Background: an optimization exercise with open tools, aiming at small area and a short achievable clock period. Do not read the settings as production practice.
At most, simulation tests tie the RTL to the original design; equivalence was not proved.
The flow treats the clock pin as an ideal source, which a real chip does not have.

==> inputs of run a <==
// mole_lane_rx
module mole_lane_rx (
    input  wire        clk,
    input  wire        rst,
    input  wire        in_valid,
    input  wire [1:0]  in_hdr,
    input  wire [63:0] in_data,
    output reg         out_valid,
    output reg  [1:0]  out_hdr,
    output reg  [63:0] out_data,
    output reg         sig_valid,
    output wire [7:0]  sig_code,
    output wire [39:0] sig_arg,
    output reg         frm_valid,
    output reg         frm_good,
    output reg  [1:0]  frm_class,
    output reg  [15:0] frm_seq,
    output reg  [6:0]  frm_dest,
    output reg  [6:0]  frm_words,
    output reg         aln_valid,
    output reg  [3:0]  aln_lane,
    output reg  [1:0]  aln_port,
    output reg  [15:0] aln_seq,
    output reg  [4:0]  aln_bip_errs,
    output reg  [15:0] cnt_block_err,
    output reg  [15:0] cnt_signal_bad,
    output reg  [15:0] cnt_crc_err,
    output reg  [15:0] cnt_bip_err,
    output reg         frozen,
    output reg         lane_drop
);
    localparam [7:0] T_IDLE  = 8'h1E;
    localparam [7:0] T_SIG   = 8'h2D;
    localparam [7:0] T_LINK  = 8'h33;
    localparam [7:0] T_ALIGN = 8'h4B;
    localparam [7:0] T_TRAIN = 8'h55;
    localparam [7:0] T_FSTA  = 8'h78;
    localparam [7:0] T_FEND  = 8'h87;
    localparam [31:0] FSTA_SEED = 32'hF0958FA1;
    reg  [57:0] hist;
    wire [121:0] ext = {in_data, hist};
    reg  [63:0] desc;
    integer k;
    always @(*) begin
        for (k = 0; k < 64; k = k + 1)
            desc[k] = ext[58 + k] ^ ext[58 + k - 39] ^ ext[k];
    end
    wire is_data  = (in_hdr == 2'b01);
    wire is_ctrl  = (in_hdr == 2'b10);
    wire hdr_bad  = !is_data && !is_ctrl;
    wire is_raw   = is_ctrl && (in_data[7:0] == T_ALIGN || in_data[7:0] == T_TRAIN);
    wire is_align = is_ctrl && (in_data[7:0] == T_ALIGN);
    wire [63:0] payload = is_raw ? in_data : desc;
    wire [7:0]  ctype   = desc[7:0];
    wire is_sctrl = is_ctrl && !is_raw;
    wire type_known = ctype == T_IDLE || ctype == T_SIG || ctype == T_LINK ||
                      ctype == T_FSTA || ctype == T_FEND;
    wire c_idle = is_sctrl && ctype == T_IDLE;
  ...
export LEC_CHECK = 0
export CAP_MARGIN = 20
export CORE_MARGIN = 2
export CORE_UTILIZATION = 40
export CTS_BUF_LIST = sky130_fd_sc_hd__clkbuf_8
export SLEW_MARGIN = 20
create_clock -name core_clock -period 9.0 [get_ports {clk}]
standard.sh (not shown) runs the stock make flow with config.mk's settings and CLKGATE_MAP_FILE= SYNTH_SCRIPT=/design/flow/synth_recipe.tcl, a recipe that flattens the netlist after the stock synthesis.
==> flow/flow/run.sh <==
#!/bin/bash
# Standard layout, with fast port buffers and a tighter setup target for
# timing repair. Each tool's output goes to the ORFS logs under orfs/logs;
# make's own output goes to flow_make.log.
set -euo pipefail
bash standard.sh "BUFFER_PORTS_ARGS=-buffer_cell sky130_fd_sc_hd__buf_2" SETUP_SLACK_MARGIN=5.5 finish > flow_make.log 2>&1
==> inputs of run b, as changes to run a <==
--- a/flow/design.v
+++ b/flow/design.v
@@ -57,33 +57,33 @@
     wire c_idle = is_sctrl && ctype == T_IDLE;
     wire c_sig  = is_sctrl && ctype == T_SIG;
     wire c_fsta = is_sctrl && ctype == T_FSTA;
     wire c_fend = is_sctrl && ctype == T_FEND;
     wire blk_err = hdr_bad || (is_sctrl && !type_known);
     reg  [15:0] bip;
-    reg         bip_isdiff;
     wire [15:0] bip_blk  = in_data[15:0] ^ in_data[31:16] ^ in_data[47:32] ^
                            in_data[63:48] ^ {14'b0, in_hdr};
-    wire [15:0] bip_base = bip_isdiff ? 16'b0 : bip;
-    wire [15:0] bip_add  = is_align ? in_data[47:32] : bip_blk;
+    wire [15:0] bip_diff = bip ^ in_data[47:32];
     reg  [2:0]  bip_grp [0:3];
+    reg  [2:0]  s1_bgrp [0:3];
     integer g;
     always @(*) begin
         for (g = 0; g < 4; g = g + 1)
-            bip_grp[g] = {2'b0, bip[4*g]} + {2'b0, bip[4*g+1]} +
-                         {2'b0, bip[4*g+2]} + {2'b0, bip[4*g+3]};
+            bip_grp[g] = {2'b0, bip_diff[4*g]} + {2'b0, bip_diff[4*g+1]} +
+                         {2'b0, bip_diff[4*g+2]} + {2'b0, bip_diff[4*g+3]};
     end
-    wire [3:0]  bip_p01 = bip_grp[0] + bip_grp[1];
-    wire [3:0]  bip_p23 = bip_grp[2] + bip_grp[3];
+    wire [3:0]  bip_p01 = s1_bgrp[0] + s1_bgrp[1];
+    wire [3:0]  bip_p23 = s1_bgrp[2] + s1_bgrp[3];
     wire [4:0]  bip_pop = bip_p01 + bip_p23;
     reg s1_data, s1_idle, s1_sig, s1_fsta, s1_fend, s1_err;
     reg         in_frame;
     reg  [31:0] fcrc;
     reg  [6:0]  fcount;       
     reg  [47:0] last_msg;     
     reg  [2:0]  sig_dist;     
+    reg         s2_sig_bad;   
     reg  [4:0]  bip_h1, bip_h2, bip_h3;
     reg  [11:0] win_blocks;
     reg  [11:0] win_idles;
     assign sig_code = last_msg[7:0];
     assign sig_arg  = last_msg[47:8];
     reg         s1_align;
@@ -93,45 +93,49 @@
     wire [7:0]  sig_syn;
     mole_lane_rx_crc8 u_crc8 (.p1(p1), .sig_syn(sig_syn));
     wire        sig_crc_ok = (sig_syn == 8'd0);
     wire        sig_dup    = (sig_dist <= 3'd4) && (p1[55:8] == last_msg);
     wire        sig_good   = s1_sig && sig_crc_ok;
     wire        sig_take   = sig_good && !sig_dup;
-    wire [31:0] crc_in    = s1_fsta ? FSTA_SEED : fcrc;
+    wire [31:0] crc_in    = fcrc;
     wire [31:0] crc_next;
     mole_lane_rx_crc32 u_crc32 (.crc_in(crc_in), .p1(p1), .crc_next(crc_next));
     wire        fend_good = (~fcrc == p1[39:8]) && (fcount == frm_words) &&
                             (frm_words != 7'd0) && (frm_words <= 7'd64);
     wire [6:0]  bip_sum4 = aln_bip_errs + bip_h1 + bip_h2 + bip_h3;
     wire [12:0] idles_now = win_idles + {11'b0, s1_idle};
     wire        s1_valid = out_valid;
     always @(posedge clk) begin
         out_hdr      <= in_hdr;
         out_data     <= payload;
-        aln_bip_errs <= bip_pop;
+        s1_bgrp[0]   <= bip_grp[0];
+        s1_bgrp[1]   <= bip_grp[1];
+        s1_bgrp[2]   <= bip_grp[2];
+        s1_bgrp[3]   <= bip_grp[3];
         aln_lane     <= out_data[11:8];
         aln_port     <= out_data[13:12];
         aln_seq      <= out_data[31:16];
         if (s1_fsta) begin
             frm_class <= p1[9:8];
             frm_seq   <= p1[31:16];
             frm_words <= p1[38:32];
             frm_dest  <= p1[46:40];
         end
-        if (s1_fsta || s1_data)
+        if (in_valid && c_fsta)
+            fcrc <= FSTA_SEED;
+        else if (s1_fsta || s1_data)
             fcrc <= crc_next;
         if (s1_fsta)
             fcount <= 7'd0;
         else if (s1_data && !(fcount[6] && fcount[0]))
             fcount <= fcount + 7'd1;
         if (sig_good)
             last_msg <= p1[55:8];
         if (rst) begin
             hist          <= 58'b0;
             bip           <= 16'b0;
-            bip_isdiff    <= 1'b0;
             s1_align      <= 1'b0;
             out_valid     <= 1'b0;
             aln_valid     <= 1'b0;
             s1_data       <= 1'b0;
             s1_idle       <= 1'b0;
             s1_sig        <= 1'b0;
@@ -144,13 +148,15 @@
             cnt_block_err <= 16'b0;
             cnt_signal_bad<= 16'b0;
             cnt_crc_err   <= 16'b0;
             cnt_bip_err   <= 16'b0;
             frozen        <= 1'b0;
             lane_drop     <= 1'b0;
+            aln_bip_errs  <= 5'b0;
             sig_dist      <= 3'd7;
+            s2_sig_bad    <= 1'b0;
             in_frame      <= 1'b0;
             bip_h1        <= 5'b0;
             bip_h2        <= 5'b0;
             bip_h3        <= 5'b0;
             win_blocks    <= 12'b0;
             win_idles     <= 12'b0;
@@ -164,14 +170,16 @@
             s1_fsta   <= in_valid && c_fsta;
             s1_fend   <= in_valid && c_fend;
             s1_err    <= in_valid && blk_err;
             if (in_valid) begin
                 if (!is_raw)
                     hist <= in_data[63:6];
-                bip        <= bip_base ^ bip_add;
-                bip_isdiff <= is_align;
+                if (is_align)
+                    bip <= 16'b0;
+                else
+                    bip <= bip ^ bip_blk;
             end
             frm_valid <= (in_valid && c_fsta && in_frame_nx) || fend_close;
             frm_good  <= fend_close && fend_good;
             in_frame <= in_frame_nx;
             if (frm_valid && !frm_good)
                 cnt_crc_err <= cnt_crc_err + 16'd1;
@@ -179,18 +187,20 @@
                 cnt_block_err <= cnt_block_err + 16'd1;
             sig_valid <= sig_take;
             if (sig_take)
                 sig_dist <= 3'd1;
             else if (s1_valid && sig_dist != 3'd7)
                 sig_dist <= sig_dist + 3'd1;
-            if (s1_sig && !sig_crc_ok)
+            s2_sig_bad <= s1_sig && !sig_crc_ok;
+            if (s2_sig_bad)
                 cnt_signal_bad <= cnt_signal_bad + 16'd1;
+            aln_bip_errs <= s1_align ? bip_pop : 5'd0;
+            cnt_bip_err  <= cnt_bip_err + {11'b0, aln_bip_errs};
+            if (bip_sum4 >= 7'd16)
+                lane_drop <= 1'b1;
             if (aln_valid) begin
-                cnt_bip_err <= cnt_bip_err + {11'b0, aln_bip_errs};
-                if (bip_sum4 >= 7'd16)
-                    lane_drop <= 1'b1;
                 bip_h3 <= bip_h2;
                 bip_h2 <= bip_h1;
                 bip_h1 <= aln_bip_errs;
             end
             if (s1_valid) begin
                 if (win_blocks == 12'd4095) begin
==> flow/flow/run.sh (replaced) <==
#!/bin/bash
set -euo pipefail
bash standard.sh "BUFFER_PORTS_ARGS=-buffer_cell sky130_fd_sc_hd__buf_2" SETUP_SLACK_MARGIN=5.8 "POST_CTS_TCL=$PWD/flow/post_cts.tcl" finish > flow_make.log 2>&1
==> flow/flow/post_cts.tcl (new file) <==
# After CTS and its timing repair: downsize cells that have slack to spare,
# keeping the same setup target as the repair.
report_worst_slack -max
report_design_area
repair_timing -recover_power 100 -setup_margin $::env(SETUP_SLACK_MARGIN) -verbose
detailed_placement
check_placement -verbose
report_worst_slack -max
report_design_area
- CORE_UTILIZATION: 40 -> 60
- CTS_BUF_LIST: sky130_fd_sc_hd__clkbuf_8 -> unset
- CTS_CLUSTER_DIAMETER: unset -> 140
- CTS_CLUSTER_SIZE: unset -> 27
==> inputs of run c, as changes to run a <==
==> flow/flow/run.sh (replaced) <==
#!/bin/bash
# Standard layout, with fast port buffers and a tighter setup target for
# timing repair. Each tool's output goes to the ORFS logs under orfs/logs;
# make's own output goes to flow_make.log.
set -euo pipefail
bash standard.sh "BUFFER_PORTS_ARGS=-buffer_cell sky130_fd_sc_hd__buf_2" SETUP_SLACK_MARGIN=6.0 finish > flow_make.log 2>&1
- CTS_BUF_LIST: sky130_fd_sc_hd__clkbuf_8 -> unset
==> flow_summary.yaml <==
outcome:
  status: "no timing/DRC/antenna violations"
timing:
  relSlewSlack_pct: 26.6
  period_needed_ns: 3.38
global_route:
  grt_pass1_wl_um: 133000
  gr-usage-met3_pct: 5.66
  antenna_found_initial: 4
cts:
  post_cts_resized: 393
  clockRootBuffer: "clkbuf_16"
die:
  initial_core_util_pct: 40.4
placed_design:
  hpwl_um: 62000
worst_setup_path:
  cp.buffers_inverters: 6
  crit_top_cell: "inv_2"
cells_and_area:
  drive_gt1_share_pct: 33.2
  finalNonFillerCells: 3722
  multi_input_area_share_pct: 46.5
-- figures above: run c

==> flow_summary.yaml <==
cells_and_area:
  finalNonFillerCells: 3520
  drive_gt1_share_pct: 19.5
placed_design:
  hpwl_um: 61800
worst_setup_path:
  crit_top_cell: "buf_12"
global_route:
  grt_pass1_wl_um: 120000
  gr-usage-met3_pct: 5.16
cts:
  post_cts_resized: 54
timing:
  relSlewSlack_pct: 30.8
die:
  initial_core_util_pct: 40.4
outcome:
  status: "no timing/DRC/antenna violations"
-- figures above: run a

==> flow_summary.yaml <==
timing:
  relSlewSlack_pct: 23.6
  period_needed_ns: 3.31
global_route:
  grt_pass1_wl_um: 111000
  antenna_found_initial: 4
  gr-usage-met3_pct: 8.86
cells_and_area:
  drive_gt1_share_pct: 10.7
  multi_input_area_share_pct: 53.3
  finalNonFillerCells: 3079
outcome:
  status: "no timing/DRC/antenna violations"
die:
  initial_core_util_pct: 60.6
detailed_routing:
  wl_met1_um: 30000
placed_design:
  hpwl_um: 56000
-- figures above: run b

The RTL of run a and run c was laid out without a check of its function.

-- afterwards: timing with drivers on the ports --
No port has a modelled driver above. Below, the same layouts with a new extraction and two added sets of constraints.
Step 1, drivers: a clkbuf_16 drives clk and a buf_2 each remaining input, both assumed.
Step 2 moves the port delays by t, midway between the first and last clock arrival at a register: inputs arrive t later, outputs are due t later. That takes back most of the time a late clock gives input paths.
Three values: ideal, step 1, step 2; two values: the first two.
run	t, ns	slack for setup (ns)	clock arrival spread, ns	worst register clock-pin slew, ns	pins driven straight from the clock port
run a	0.708	5.492 / 5.459 / 4.844	0.051 / 0.051	0.07 / 0.07	1
run b	0.601	5.694 / 5.694 / 5.263	0.035 / 0.035	0.13 / 0.13	1
run c	0.643	5.623 / 5.623 / 5.075	0.023 / 0.023	0.07 / 0.07	1
After both steps every run listed still meets setup and hold. For run a, which loses most, drivers alone change the setup slack by -0.033 ns; drivers and shift together by -0.648 ns.
